What follows belongs to an exercise in optimizing a design on an open flow for small area and a short achievable clock period; a production flow would make more cautious choices.
Only simulation tests tie the RTL to the original design; equivalence was not proved.
Power figures rest on the tool's default switching activity, not on a simulated workload.

## flow/config.mk

```make
export PLATFORM = sky130hd
export DESIGN_NAME = janus_cmp
export DESIGN_NICKNAME = janus_cmp
export VERILOG_FILES = /design/flow/design.v
export SDC_FILE = /design/flow/constraint.sdc
export NUM_CORES = 4
export LEC_CHECK = 0
export CAP_MARGIN = 20
export CORE_MARGIN = 2
export CORE_UTILIZATION = 40
export SLEW_MARGIN = 20
```

## flow/constraint.sdc

```tcl
create_clock -name core_clock -period 33.0 [get_ports {clk}]
set_input_delay 6.6000 -clock core_clock [delete_from_list [all_inputs] [get_ports {clk}]]
set_output_delay 6.6000 -clock core_clock [all_outputs]
set_load 0.01 [all_outputs]
```

## flow/design.v

```verilog
module janus_decode (
    input  wire [29:0] coded,
    output wire [29:0] q,        
    output wire        rem_zero  
);
    assign q = (coded << 29) + (coded << 23) + (coded << 20) - (coded << 18)
             - (coded << 16) - (coded << 13) - (coded << 11) + (coded << 8)
             - (coded << 4) + (coded << 2) - coded;
    wire signed [29:0] qs = q;
    assign rem_zero = (qs <= 30'sd9099506) && (qs >= -30'sd9099506);
endmodule
module janus_rail (
    input  wire [29:0] q,
    input  wire [23:0] plain,
    input  wire        par,
    output wire        parity_ok,
    output wire        value_ok     
);
    assign parity_ok = ~^{par, plain};
    assign value_ok  = (q == {{6{plain[23]}}, plain});
endmodule
module janus_cmp (
    input  wire        clk,
    input  wire        rst,
    input  wire        in_valid,
    input  wire        in_first,
    input  wire        in_last,
    input  wire [3:0]  in_axis,
    input  wire [29:0] in_coded,
    input  wire [23:0] in_plain_a,
    input  wire        in_par_a,
    input  wire [23:0] in_plain_b,
    input  wire        in_par_b,
    input  wire [5:0]  in_flags_plain,
    input  wire [5:0]  in_flags_coded,
    input  wire        cap_first,
    input  wire        clr_cnt,
    input  wire        clr_cap,
    output wire        v_valid,
    output wire [3:0]  v_axis,
    output wire        v_match,
    output wire [1:0]  v_rails,
    output wire [1:0]  v_cause,
    output wire [5:0]  v_word,
    output wire        v_plain_ok,
    output wire        v_coded_ok,
    output wire [23:0] v_plain,
    output wire [29:0] v_coded,
    input  wire [3:0]  rd_addr,
    output reg  [31:0] rd_data
);
    localparam [1:0] C_VALUE = 2'd0, C_REMAINDER = 2'd1, C_FLAG = 2'd2, C_PARITY = 2'd3;
    wire [29:0] q;
    wire        rem_zero;
    wire        pok_a, pok_b, vok_a, vok_b;
    janus_decode dec (.coded(in_coded), .q(q), .rem_zero(rem_zero));
    janus_rail rail_a (.q(q), .plain(in_plain_a), .par(in_par_a), .parity_ok(pok_a), .value_ok(vok_a));
    janus_rail rail_b (.q(q), .plain(in_plain_b), .par(in_par_b), .parity_ok(pok_b), .value_ok(vok_b));
    wire       fail_a  = ~pok_a | ~vok_a;
    wire       fail_b  = ~pok_b | ~vok_b;
    wire [1:0] cause_a = ~pok_a ? C_PARITY : ~rem_zero ? C_REMAINDER : C_VALUE;
    wire [1:0] cause_b = ~pok_b ? C_PARITY : ~rem_zero ? C_REMAINDER : C_VALUE;
    reg        s_afound, s_bfound, s_pbad, s_cbad;
    reg [5:0]  s_idx;
    reg [3:0]  s_axis;
    reg [1:0]  r_cause;       
    reg [5:0]  r_word;
    reg [23:0] r_plain;
    reg [29:0] r_coded;
    reg [23:0] w0_plain;      
    reg [29:0] w0_coded;
    reg [5:0]  s_fp, s_fc;    
    reg        s_done;
    wire       p_afound = ~in_first & s_afound;
    wire       p_bfound = ~in_first & s_bfound;
    wire [5:0] p_idx    = in_first ? 6'd0 : s_idx;
    wire take_a = ~p_afound & fail_a;
    wire take_b = ~p_afound & ~p_bfound & ~fail_a & fail_b;
    always @(posedge clk) begin
        s_fp <= in_flags_plain;
        s_fc <= in_flags_coded;
        if (in_valid) begin
            s_afound <= p_afound | fail_a;
            s_bfound <= p_bfound | fail_b;
            s_pbad   <= (~in_first & s_pbad) | ~pok_a | ~pok_b;
            s_cbad   <= (~in_first & s_cbad) | ~rem_zero;
            s_idx    <= p_idx + 6'd1;
            if (in_first) begin
                s_axis   <= in_axis;
                w0_plain <= in_plain_a;
                w0_coded <= in_coded;
            end
            if (take_a | take_b) begin
                r_cause <= take_a ? cause_a : cause_b;
                r_word  <= p_idx;
                r_plain <= take_a ? in_plain_a : in_plain_b;
                r_coded <= in_coded;
            end
        end
    end
    always @(posedge clk) begin
        if (rst)
            s_done <= 1'b0;
        else
            s_done <= in_valid & in_last;
    end
    wire flag_mis = (s_fp != s_fc);
    wire a_mis    = s_afound | flag_mis;
    wire b_mis    = s_bfound | flag_mis;
    wire use_w0   = ~s_afound & flag_mis;                   
    wire use_rec  = s_afound | (~flag_mis & s_bfound);
    assign v_valid    = s_done;
    assign v_axis     = s_axis;
    assign v_rails    = {b_mis, a_mis};
    assign v_match    = ~a_mis & ~b_mis;
    assign v_cause    = use_w0 ? C_FLAG : use_rec ? r_cause : 2'd0;
    assign v_word     = use_rec ? r_word : 6'd0;
    assign v_plain    = use_w0 ? w0_plain : use_rec ? r_plain : 24'd0;
    assign v_coded    = use_w0 ? w0_coded : use_rec ? r_coded : 30'd0;
    assign v_plain_ok = ~s_pbad;
    assign v_coded_ok = ~s_cbad;
    reg [15:0] cnt_mis;
    reg [7:0]  cnt_rail;
    reg [15:0] cnt_par;
    reg [15:0] axcnt [0:15];
    reg        cap_armed;
    reg [1:0]  cap_cause;
    reg [1:0]  cap_rails;
    reg [3:0]  cap_axis;
    reg [5:0]  cap_word;
    reg [23:0] cap_plain;
    reg [29:0] cap_coded;
    reg [5:0]  cap_fp, cap_fc;
    wire mis_now  = s_done & ~v_match;
    wire rail_now = s_done & (a_mis ^ b_mis);
    wire par_now  = mis_now & (v_cause == C_PARITY);
    wire cap_now  = mis_now & (~cap_first | cap_armed | clr_cap);
    function [15:0] bump16(input [15:0] c, input clr, input inc);
        reg [15:0] b;
        begin
            b = clr ? 16'd0 : c;
            bump16 = (inc && b != 16'hFFFF) ? b + 16'd1 : b;
        end
    endfunction
    function [7:0] bump8(input [7:0] c, input clr, input inc);
        reg [7:0] b;
        begin
            b = clr ? 8'd0 : c;
            bump8 = (inc && b != 8'hFF) ? b + 8'd1 : b;
        end
    endfunction
    integer k;
    always @(posedge clk) begin
        if (rst) begin
            cnt_mis  <= 16'd0;
            cnt_rail <= 8'd0;
            cnt_par  <= 16'd0;
            for (k = 0; k < 16; k = k + 1)
                axcnt[k] <= 16'd0;
        end else begin
            cnt_mis  <= bump16(cnt_mis, clr_cnt, mis_now);
            cnt_rail <= bump8(cnt_rail, clr_cnt, rail_now);
            cnt_par  <= bump16(cnt_par, clr_cnt, par_now);
            for (k = 0; k < 16; k = k + 1)
                axcnt[k] <= bump16(axcnt[k], clr_cnt, mis_now && s_axis == k[3:0]);
        end
    end
    always @(posedge clk) begin
        if (rst) begin
            cap_armed <= 1'b1;
            cap_cause <= 2'd0;
            cap_rails <= 2'd0;
            cap_axis  <= 4'd0;
            cap_word  <= 6'd0;
            cap_plain <= 24'd0;
            cap_coded <= 30'd0;
            cap_fp    <= 6'd0;
            cap_fc    <= 6'd0;
        end else if (cap_now) begin
            cap_armed <= 1'b0;
            cap_cause <= v_cause;
            cap_rails <= v_rails;
            cap_axis  <= v_axis;
            cap_word  <= v_word;
            cap_plain <= v_plain;
            cap_coded <= v_coded;
            cap_fp    <= s_fp;
            cap_fc    <= s_fc;
        end else if (clr_cap) begin
            cap_armed <= 1'b1;
            cap_cause <= 2'd0;
            cap_rails <= 2'd0;
            cap_axis  <= 4'd0;
            cap_word  <= 6'd0;
            cap_plain <= 24'd0;
            cap_coded <= 30'd0;
            cap_fp    <= 6'd0;
            cap_fc    <= 6'd0;
        end
    end
    always @(*) begin
        case (rd_addr)
            4'h0:    rd_data = {cnt_mis, 16'd0};
            4'h1:    rd_data = {16'd0, cnt_rail, 8'd0};
            4'h2:    rd_data = {cnt_par, 16'd0};
            4'h3:    rd_data = {cap_cause, cap_rails, 5'd0, cap_axis, 13'd0, cap_word};
            4'h4:    rd_data = {8'd0, cap_plain};
            4'h5:    rd_data = {2'd0, cap_coded};
            4'h6:    rd_data = {18'd0, cap_fc, 2'd0, cap_fp};
            4'h7:    rd_data = {31'd0, cap_armed};
            default: rd_data = {axcnt[{rd_addr[2:0], 1'b1}], axcnt[{rd_addr[2:0], 1'b0}]};
        endcase
    end
endmodule
```

## flow/run.sh

```bash
#!/bin/bash
# synth_recipe.tcl (not shown) runs the flow's synth.tcl, then flattens the netlist and writes it again
# the make line also repeats each setting of config.mk as NAME=value (left out here)
make -C /OpenROAD-flow-scripts/flow DESIGN_CONFIG=/design/flow/config.mk WORK_HOME=/design/flow/orfs CLKGATE_MAP_FILE= SYNTH_SCRIPT=/design/flow/synth_recipe.tcl finish
```

==> results.py <==
metrics = {
    "floorplan": {
        "ios": 212,
        "std_cell_rows": 104,
        "dieArea_um2": 83200,
        "die_h_um": 288,
        "chipWidth_um": 288,
        "start_util": 0.403,
        "coreArea_um2": 80300,
    },
    "synthesis": {
        "yosysUniqueCellTypes": 91,
        "synthTopCellsByCount": "nor2_1, dfxtp_1, xnor2_1",
        "avgSynthCellArea_um2": 9.20,
        "synth_ff_type": "dfxtp_1",
        "syn_nets": 3865,
        "yosys.area.top_type": "dfxtp_1",
        "syn-instance-count": 3519,
        "synthArstFlopShare": 0,
        "yosys_warnings": 2,
        "ys_top_cells_by_area": "dfxtp_1, edfxtp_1, fa_1, xnor2_1, nor2_1",
        "synth_area_um2": 32400,
        "synth_edf_count": 130,
        "synth.top_cell.area_share": 0.241,
        "ys_ff_latch": 520,
        "yosysMostFrequentCell": "nor2_1",
        "yosysSeqAreaShare": 0.362,
    },
    "timing": {
        "period_needed_ps": 16730,
        "tightest_slew_ps": 1130,
        "finalClockSkew_ps": 31.6,
        "hold_viol": 0,
        "timing.fmax_mhz": 59.8,
        "finalMaxSlewViolations": 0,
        "setup_tns_ps": 0,
        "slew_headroom": 0.246,
        "setup_ws_ps": 16270,
        "rsz0062_at_grt": "no",
        "final-setup-viol-count": 0,
        "period_share": 0.507,
    },
    "cts": {
        "clk-insertion-delay-late_ps": 640,
        "clkSinkCount": 520,
        "htreeDepth": 2,
        "clk_pin_slew_ps": 70,
        "cts_hold_buf": 0,
        "cts_tree": "built",
        "cts.path.max_buffers": 3,
        "cts_resized": 0,
        "numCtsBuffers": 57,
        "cts-root-buf": "clkbuf_16",
        "post_cts_buffers": 0,
    },
    "min_path": {
        "hp-class": "register to register",
        "min_path_cells": 2,
    },
    "finish": {
        "fill_cells": 7667,
        "diodes": 0,
        "drive_gt1_frac": 0.0647,
        "nNetsFinal": 3995,
        "area_growth_syn_to_layout_pct": 15.1,
    },
    "global_routing": {
        "antenna_found_initial": 2,
        "grt_pass1_vias": 25200,
        "grt_pass1_wl_um": 160000,
        "grtUsageTotal": 0.254,
        "gr-total-overflow": 0,
        "grt_max_degree": 103,
    },
    "critical_path": {
        "cp_max_fo": 37,
        "worstPathArrival_ps": 10130,
        "reg2regPathDepth": 16,
        "critPathKind": "input pin to primary output",
        "critPathLaunchType": "input pin",
        "cp.required_ps": 26400,
        "worst_setup_path_end_kind": "primary output",
    },
    "placed_design": {
        "gp_congestion": 0.950,
        "dp_hpwl_um": 81000,
        "io_buffer_count": 211,
        "pre_cts_slack_ps": 16370,
    },
    "power_and_ir_drop": {
        "ir_drop_mv": 0.0870,
        "p_leak_nw": 13.7,
        "p_per_area_nw_per_um2": 73.0,
    },
    "detailed_routing": {
        "routed_via_density": 5.54,
        "wl_per_cell_um": 22.5,
        "route.detailed.drc": 0,
        "drtPass1Iterations": 5,
        "drtIter0Drc": 2459,
        "antenna_left": 0,
        "num_vias": 26300,
        "drt-total-wl_um": 107000,
    },
    "status": {
        "status": "complete, no violations",
    },
    "flow_run": {
        "drv_cap": 0,
    },
}
## path summary, 6_finish.rpt
kind,slack [ps],startpoint,to
max reg2reg,28480,s_fc[3],axcnt[7][13]
min,520,axcnt[9][14],axcnt[9][14]
max,16270,rd_addr[0],rd_data[13]
min reg2reg,520,axcnt[9][14],axcnt[9][14]
## critical path, cell delays in order
cell and delay (ps):
buf_4 440, inv_1 550, nor2_2 550, buf_4 360, a22oi_1 140, o22ai_1 170, nor2_1 50, a21oi_1 560
clkdlybuf4s50_1 660
## cell usage in the layout (no fill, tap or decap), types with 19 or more instances in the layout
master             n
clkdlybuf4s50_1  204
mux2_2            33
dfxtp_1          390
and3_1            41
ha_1             121
nand3_1          104
and4_1            19
o21ai_0          118
nor3_1            22
nand2b_1          87
mux2_4            20
nor3b_1          100
nand4_1           69
nor2_1           439
o22ai_1           25
edfxtp_1         130
a21oi_1          197
mux2i_1           54
inv_1            231
fa_1             117
or3_1             44
nor2b_1          109
and2_1            24
xor2_1           131
clkbuf_16         60
buf_4             32
a22o_1            62
a221oi_1          22
xnor2_1          236
nand2_1          183
## registers in the layout, summed over array words and instances (netlist names), 8 cells and up
signal     flops
cnt_rail       8
w0_coded      30
r_coded       30
w0_plain      24
r_plain       24
axcnt        256
cap_coded     30
cnt_par       16
cnt_mis       16
cap_plain     24
## per-stage QoR
step / cell area [um^2] / utilization / hold WS (ps) / instances / power, W
6_report: 37300 / 0.464 / 516 / 4756 / 0.00272
5_1_grt: 37300 / 0.464 / 536 / 4756 / 0.00291
4_1_cts: 37300 / 0.464 / 507 / 4756 / 0.00272
3_5_place_dp: 35400 / 0.440 / 494 / 4650 / 0.00207
3_3_place_gp: 35300 / 0.440 / 481 / 4649 / 0.00206
2_1_floorplan: 32400 / - / 463 / 3519 / 0.00174
## metal layers
metal | GRT usage | vias up | wire (um)
met1 | 0.358 | 12800 | 47700
li1 | - | 12400 | -
met5 | 0 | - | 0
met3 | 0.0310 | 133 | 7330
met2 | 0.412 | 959 | 49100
met4 | 0.0687 | 0 | 2790
## area by class of cell
type | instances | area, um^2 | share of cell area
multi-input combinational | 2597 | 19100 | 0.513
clock buffer | 84 | 1720 | 0.0462
tap | 1060 | 1330 | 0.0356
inverter | 232 | 871 | 0.0234
sequential | 520 | 11700 | 0.314
timing repair buffer | 241 | 2320 | 0.0623
clock inverter | 22 | 185 | 0.00497
## cells by family (layout without fill, tap and decap cells)
kind of cell	after synthesis	in the layout	share of synthesized area
and+or+nand+nor	1309	1309	0.209
adders and majority gates	238	238	0.119
DFF	520	520	0.362
muxes	124	124	0.0493
AOI/OAI and AO/OA	554	554	0.110
buffers and inverters	402	579	0.0487
xor gates and xnor gates	372	372	0.103
## power breakdown
part           total (W)  switching (W)  internal (W)
clock           0.000647       0.000276      0.000370
combinational    0.00140       0.000836      0.000560
sequential      0.000677     0.00000708      0.000670
total            0.00272        0.00112       0.00160

[port drivers added, routing unchanged]
The results above use ideal ports. As a check the final layout listed here was re-extracted and re-timed, cells and wires unchanged. Step 1 assumes that a clkbuf_16 drives the clock port and a buf_2 every other input. Step 2 moves the port delays by t, midway between the first and last clock arrival at a register: inputs arrive t later, outputs are due t later. That takes back most of the time a late clock gives input paths. Three values: ideal ports, drivers, drivers and shift; two values: the first two.
t, ns: 0.692
setup slack, ns: 16.266 / 16.223 / 16.223
worst register clock-pin slew, ns: 0.07 / 0.07
worst slew at a driven data input, ns: 0.07
cell pins on the clock port's net: 1
After both steps setup and hold are still met in this run. The setup slack of this run moves by -0.043 ns with the drivers and by -0.043 ns with both steps.
